Source: an optimization exercise on an open RTL-to-GDS flow (aim: small area, a short achievable clock period and few clock cycles per item). Production flows keep margins and buffers that such runs may drop.
Function was checked by simulation only, so behaviour that the tests miss may differ from the original.
Power is estimated from default activity; no workload was simulated.

==> inputs of run M <==
## cooper_coder
module cooper_coder (
    input  wire        clk,
    input  wire        rst,
    input  wire        in_valid,
    output wire        in_ready,
    input  wire [31:0] in_data,
    input  wire        in_count,    
    input  wire        in_last,     
    input  wire        in_end,      
    output wire        out_valid,
    input  wire        out_ready,
    output wire [31:0] out_data,
    output wire        out_last
);
    localparam NB = 38;          
    localparam NS = 8;           
    function [31:0] zigzag;
        input [31:0] r;
        input        cnt;
        begin
            if (cnt)
                zigzag = {r[30:0], 1'b0} ^ {32{r[31]}};
            else
                zigzag = {8'd0, {r[22:0], 1'b0} ^ {24{r[23]}}};
        end
    endfunction
    reg  [5:0]  occ;             
    reg  [3:0]  segs;            
    reg         sf_a;            
    reg         lane_a;          
    reg  [4:0]  fcnt_a;          
    reg         f0_v, f0_lane, f0_sf, f0_gs, f0_ge, f0_last, f0_end;
    reg  [5:0]  f0_m;            
    reg  [31:0] f0_d;
    reg  ir;
    assign in_ready = ir;
    wire accept = in_valid && in_ready;
    wire lane_w = sf_a ? in_count : lane_a;
    wire ge_w   = in_last || (fcnt_a == 5'd31);
    always @(posedge clk) begin
        if (rst) begin
            sf_a   <= 1'b1;
            lane_a <= 1'b0;
            fcnt_a <= 5'd0;
            f0_v   <= 1'b0;
        end else begin
            f0_v <= accept;
            if (accept) begin
                sf_a   <= in_last;
                lane_a <= lane_w;
                fcnt_a <= ge_w ? 5'd0 : fcnt_a + 5'd1;
            end
        end
        f0_d    <= in_data;
        f0_lane <= lane_w;
        f0_sf   <= sf_a;
        f0_gs   <= (fcnt_a == 5'd0);
        f0_ge   <= ge_w;
        f0_m    <= {1'b0, fcnt_a} + 6'd1;
        f0_last <= in_last;
        f0_end  <= in_end;
    end
    wire [31:0] f0_x  = f0_lane ? f0_d : {8'd0, f0_d[31:8]};
    wire [7:0]  f0_f  = f0_lane ? 8'd0 : f0_d[7:0];
    reg  [7:0]  hf;              
    reg         fm_acc;          
  ...
export LEC_CHECK = 0
export CAP_MARGIN = 20
export CORE_MARGIN = 2
export CORE_UTILIZATION = 40
export PLACE_DENSITY = 0.55
export SLEW_MARGIN = 20
create_clock -name core_clock -period 17.0 [get_ports {clk}]
standard.sh (not shown) runs the stock make flow with config.mk's settings and CLKGATE_MAP_FILE= SYNTH_SCRIPT=/design/flow/synth_recipe.tcl, a recipe that flattens the netlist after the stock synthesis.
==> flow/flow/run.sh <==
#!/bin/bash
# The standard layout (standard.sh, unchanged synthesis and steps), with
# ORFS's timing repair asked for more setup slack than the 17 ns clock needs,
# so that the achieved period shrinks. All tool output goes to standard.log
# here and to ORFS's own logs under orfs/logs.
set -euo pipefail
export SETUP_SLACK_MARGIN=11.5
bash standard.sh > standard.log 2>&1
==> run A (differences from run M) <==
--- a/flow/design.v
+++ b/flow/design.v
@@ -210,26 +210,24 @@
         begin
             z = al & ~bit_;
             elim1 = {!(|z), (|z) ? z : al};
         end
     endfunction
     reg  [31:0] al_a  [0:3];     
     reg  [5:0]  mn_a  [0:3];     
     reg  [10:0] mn_b  [0:3];     
-    reg  [4:0]  kb_b  [0:3];     
+    reg  [31:0] al_b  [0:3];     
     integer ep_i, ek_i;
     reg  [63:0] dg;
     reg  [31:0] bt;
     reg  [33:0] r2;
     reg  [32:0] r1;
-    reg  [31:0] al;
     reg  [5:0]  mh;
     reg  [4:0]  ml;
-    reg  [4:0]  kx;
     always @(posedge clk) begin
         for (ep_i = 0; ep_i < 4; ep_i = ep_i + 1) begin
             for (ek_i = 0; ek_i < 32; ek_i = ek_i + 1)
                 dg[2*ek_i +: 2] = acc_all[(ep_i*32+ek_i)*11 + 9 +: 2];
             r2 = elim2(32'hFFFF_FFFF, dg);
             mh[5:4] = r2[33:32];
             for (ek_i = 0; ek_i < 32; ek_i = ek_i + 1)
                 dg[2*ek_i +: 2] = acc_all[(ep_i*32+ek_i)*11 + 7 +: 2];
@@ -248,22 +246,27 @@
             for (ek_i = 0; ek_i < 32; ek_i = ek_i + 1)
                 dg[2*ek_i +: 2] = acc_all[(ep_i*32+ek_i)*11 + 1 +: 2];
             r2 = elim2(r2[31:0], dg);
             ml[2:1] = r2[33:32];
             for (ek_i = 0; ek_i < 32; ek_i = ek_i + 1)
                 bt[ek_i] = acc_all[(ep_i*32+ek_i)*11];
             r1 = elim1(r2[31:0], bt);
             ml[0] = r1[32];
-            al = r1[31:0];
-            kx = 5'd0;
-            for (ek_i = 31; ek_i >= 0; ek_i = ek_i - 1)
-                if (al[ek_i]) kx = ek_i[4:0];
             mn_b[ep_i] <= {mn_a[ep_i], ml};
-            kb_b[ep_i] <= kx;
+            al_b[ep_i] <= r1[31:0];
+        end
+    end
+    reg  [4:0]  kb_b [0:3];
+    integer cp_i, ck_i;
+    always @(*) begin
+        for (cp_i = 0; cp_i < 4; cp_i = cp_i + 1) begin
+            kb_b[cp_i] = 5'd0;
+            for (ck_i = 31; ck_i >= 0; ck_i = ck_i - 1)
+                if (al_b[cp_i][ck_i]) kb_b[cp_i] = ck_i[4:0];
         end
     end
     wire        c01 = (mn_b[1] < mn_b[0]);
     wire [10:0] m01 = c01 ? mn_b[1] : mn_b[0];
     wire [6:0]  i01 = c01 ? {2'd1, kb_b[1]} : {2'd0, kb_b[0]};
     wire        c23 = (mn_b[3] < mn_b[2]);
     wire [10:0] m23 = c23 ? mn_b[3] : mn_b[2];
     wire [6:0]  i23 = c23 ? {2'd3, kb_b[3]} : {2'd2, kb_b[2]};
==> flow/flow/run.sh (replaced) <==
#!/bin/bash
# The standard layout (standard.sh, unchanged synthesis and steps), with
# ORFS's timing repair asked for more setup slack than the 17 ns clock needs,
# so that the achieved period shrinks. All tool output goes to standard.log
# here and to ORFS's own logs under orfs/logs.
set -euo pipefail
export SETUP_SLACK_MARGIN=12
bash standard.sh > standard.log 2>&1
Settings changed: CORE_UTILIZATION 40 to 50, PLACE_DENSITY 0.55 to 0.65.
==> run C (differences from run M) <==
--- a/flow/design.v
+++ b/flow/design.v
@@ -210,26 +210,24 @@
         begin
             z = al & ~bit_;
             elim1 = {!(|z), (|z) ? z : al};
         end
     endfunction
     reg  [31:0] al_a  [0:3];     
     reg  [5:0]  mn_a  [0:3];     
     reg  [10:0] mn_b  [0:3];     
-    reg  [4:0]  kb_b  [0:3];     
+    reg  [31:0] al_b  [0:3];     
     integer ep_i, ek_i;
     reg  [63:0] dg;
     reg  [31:0] bt;
     reg  [33:0] r2;
     reg  [32:0] r1;
-    reg  [31:0] al;
     reg  [5:0]  mh;
     reg  [4:0]  ml;
-    reg  [4:0]  kx;
     always @(posedge clk) begin
         for (ep_i = 0; ep_i < 4; ep_i = ep_i + 1) begin
             for (ek_i = 0; ek_i < 32; ek_i = ek_i + 1)
                 dg[2*ek_i +: 2] = acc_all[(ep_i*32+ek_i)*11 + 9 +: 2];
             r2 = elim2(32'hFFFF_FFFF, dg);
             mh[5:4] = r2[33:32];
             for (ek_i = 0; ek_i < 32; ek_i = ek_i + 1)
                 dg[2*ek_i +: 2] = acc_all[(ep_i*32+ek_i)*11 + 7 +: 2];
@@ -248,22 +246,27 @@
             for (ek_i = 0; ek_i < 32; ek_i = ek_i + 1)
                 dg[2*ek_i +: 2] = acc_all[(ep_i*32+ek_i)*11 + 1 +: 2];
             r2 = elim2(r2[31:0], dg);
             ml[2:1] = r2[33:32];
             for (ek_i = 0; ek_i < 32; ek_i = ek_i + 1)
                 bt[ek_i] = acc_all[(ep_i*32+ek_i)*11];
             r1 = elim1(r2[31:0], bt);
             ml[0] = r1[32];
-            al = r1[31:0];
-            kx = 5'd0;
-            for (ek_i = 31; ek_i >= 0; ek_i = ek_i - 1)
-                if (al[ek_i]) kx = ek_i[4:0];
             mn_b[ep_i] <= {mn_a[ep_i], ml};
-            kb_b[ep_i] <= kx;
+            al_b[ep_i] <= r1[31:0];
+        end
+    end
+    reg  [4:0]  kb_b [0:3];
+    integer cp_i, ck_i;
+    always @(*) begin
+        for (cp_i = 0; cp_i < 4; cp_i = cp_i + 1) begin
+            kb_b[cp_i] = 5'd0;
+            for (ck_i = 31; ck_i >= 0; ck_i = ck_i - 1)
+                if (al_b[cp_i][ck_i]) kb_b[cp_i] = ck_i[4:0];
         end
     end
     wire        c01 = (mn_b[1] < mn_b[0]);
     wire [10:0] m01 = c01 ? mn_b[1] : mn_b[0];
     wire [6:0]  i01 = c01 ? {2'd1, kb_b[1]} : {2'd0, kb_b[0]};
     wire        c23 = (mn_b[3] < mn_b[2]);
     wire [10:0] m23 = c23 ? mn_b[3] : mn_b[2];
     wire [6:0]  i23 = c23 ? {2'd3, kb_b[3]} : {2'd2, kb_b[2]};
==> flow/flow/run.sh (replaced) <==
#!/bin/bash
# The standard layout (standard.sh, unchanged synthesis and steps), with
# ORFS's timing repair asked for more setup slack than the 17 ns clock needs,
# so that the achieved period shrinks. All tool output goes to standard.log
# here and to ORFS's own logs under orfs/logs.
set -euo pipefail
export SETUP_SLACK_MARGIN=12.25
bash standard.sh > standard.log 2>&1
Settings changed: CORE_UTILIZATION 40 to 45, PLACE_DENSITY 0.55 to 0.6.
==> comparison <==
- Against run C, the utilization of run A is higher by 3.6 points.
- The highest clock skew belongs to run A, the lowest to run C.
- Via count, lowest first: run M, run A, run C.
- Against run C, the critical path depth of run A is higher by 1.
==> figures <==
metric                                                               run M               run C               run A
Result of the run                                           finished clean      finished clean      finished clean
Sequential logic power                                             15.7 mW             16.2 mW             16.2 mW
Global routing usage summed across all routing layers                31.2%               33.1%               36.3%
Startpoint of the worst-slack reg-to-reg timing path   al_a[2][21]$_DFF_P_  e3_pk[0]$_DFFE_PN_  e3_pk[0]$_DFFE_PN_
Final non-filler cell total                                          32400               32300               30900
Global placer's final weighted congestion                            0.994                1.06                1.04
P per Cell Area                                                176 mW/mm^2         177 mW/mm^2         174 mW/mm^2
Initial standard-cell utilization of the core                        40.2%               45.2%               50.3%
P&R area growth vs syn                                               18.1%               18.7%               13.8%
Syn_area_per_cell                                               9.60 sq um          9.61 sq um          9.61 sq um
Testbench counts of run M, summed over its fixed seeds: cycles 20,923, items 19,549.
Testbench counts of run A, summed over its fixed seeds: cycles 20,923, items 19,549.
Testbench counts of run C, summed over its fixed seeds: cycles 20,923, items 19,549.

-- separate check: timing with driven ports --
Ports are ideal in the flow. The routed layouts listed here were re-timed in OpenROAD.
Step 1 (the two cells are an assumption about what drives the block):
set clk [get_ports {clk}]
set_driving_cell -lib_cell sky130_fd_sc_hd__clkbuf_16 $clk
set_driving_cell -lib_cell sky130_fd_sc_hd__buf_2 [delete_from_list [all_inputs] $clk]
Step 2 also shifts input and output timing later by t, the mid clock arrival at the registers, as if the neighbouring blocks saw the same clock.
Three values: ideal ports, drivers, drivers and shift; two values: the first two.
run | t, ns | setup slack, ns | hold WS [ns]
run M | 1.166 | 11.068 / 11.068 / 10.793 | 0.301 / 0.301 / 0.301
run A | 1.155 | 11.763 / 11.763 / 11.112 | 0.321 / 0.321 / 0.321
run C | 1.159 | 11.928 / 11.890 / 11.267 | 0.328 / 0.328 / 0.328
After both steps every run listed still meets setup and hold. The setup slack of run C, which loses most, moves by -0.038 ns with the drivers and by -0.661 ns with both steps.
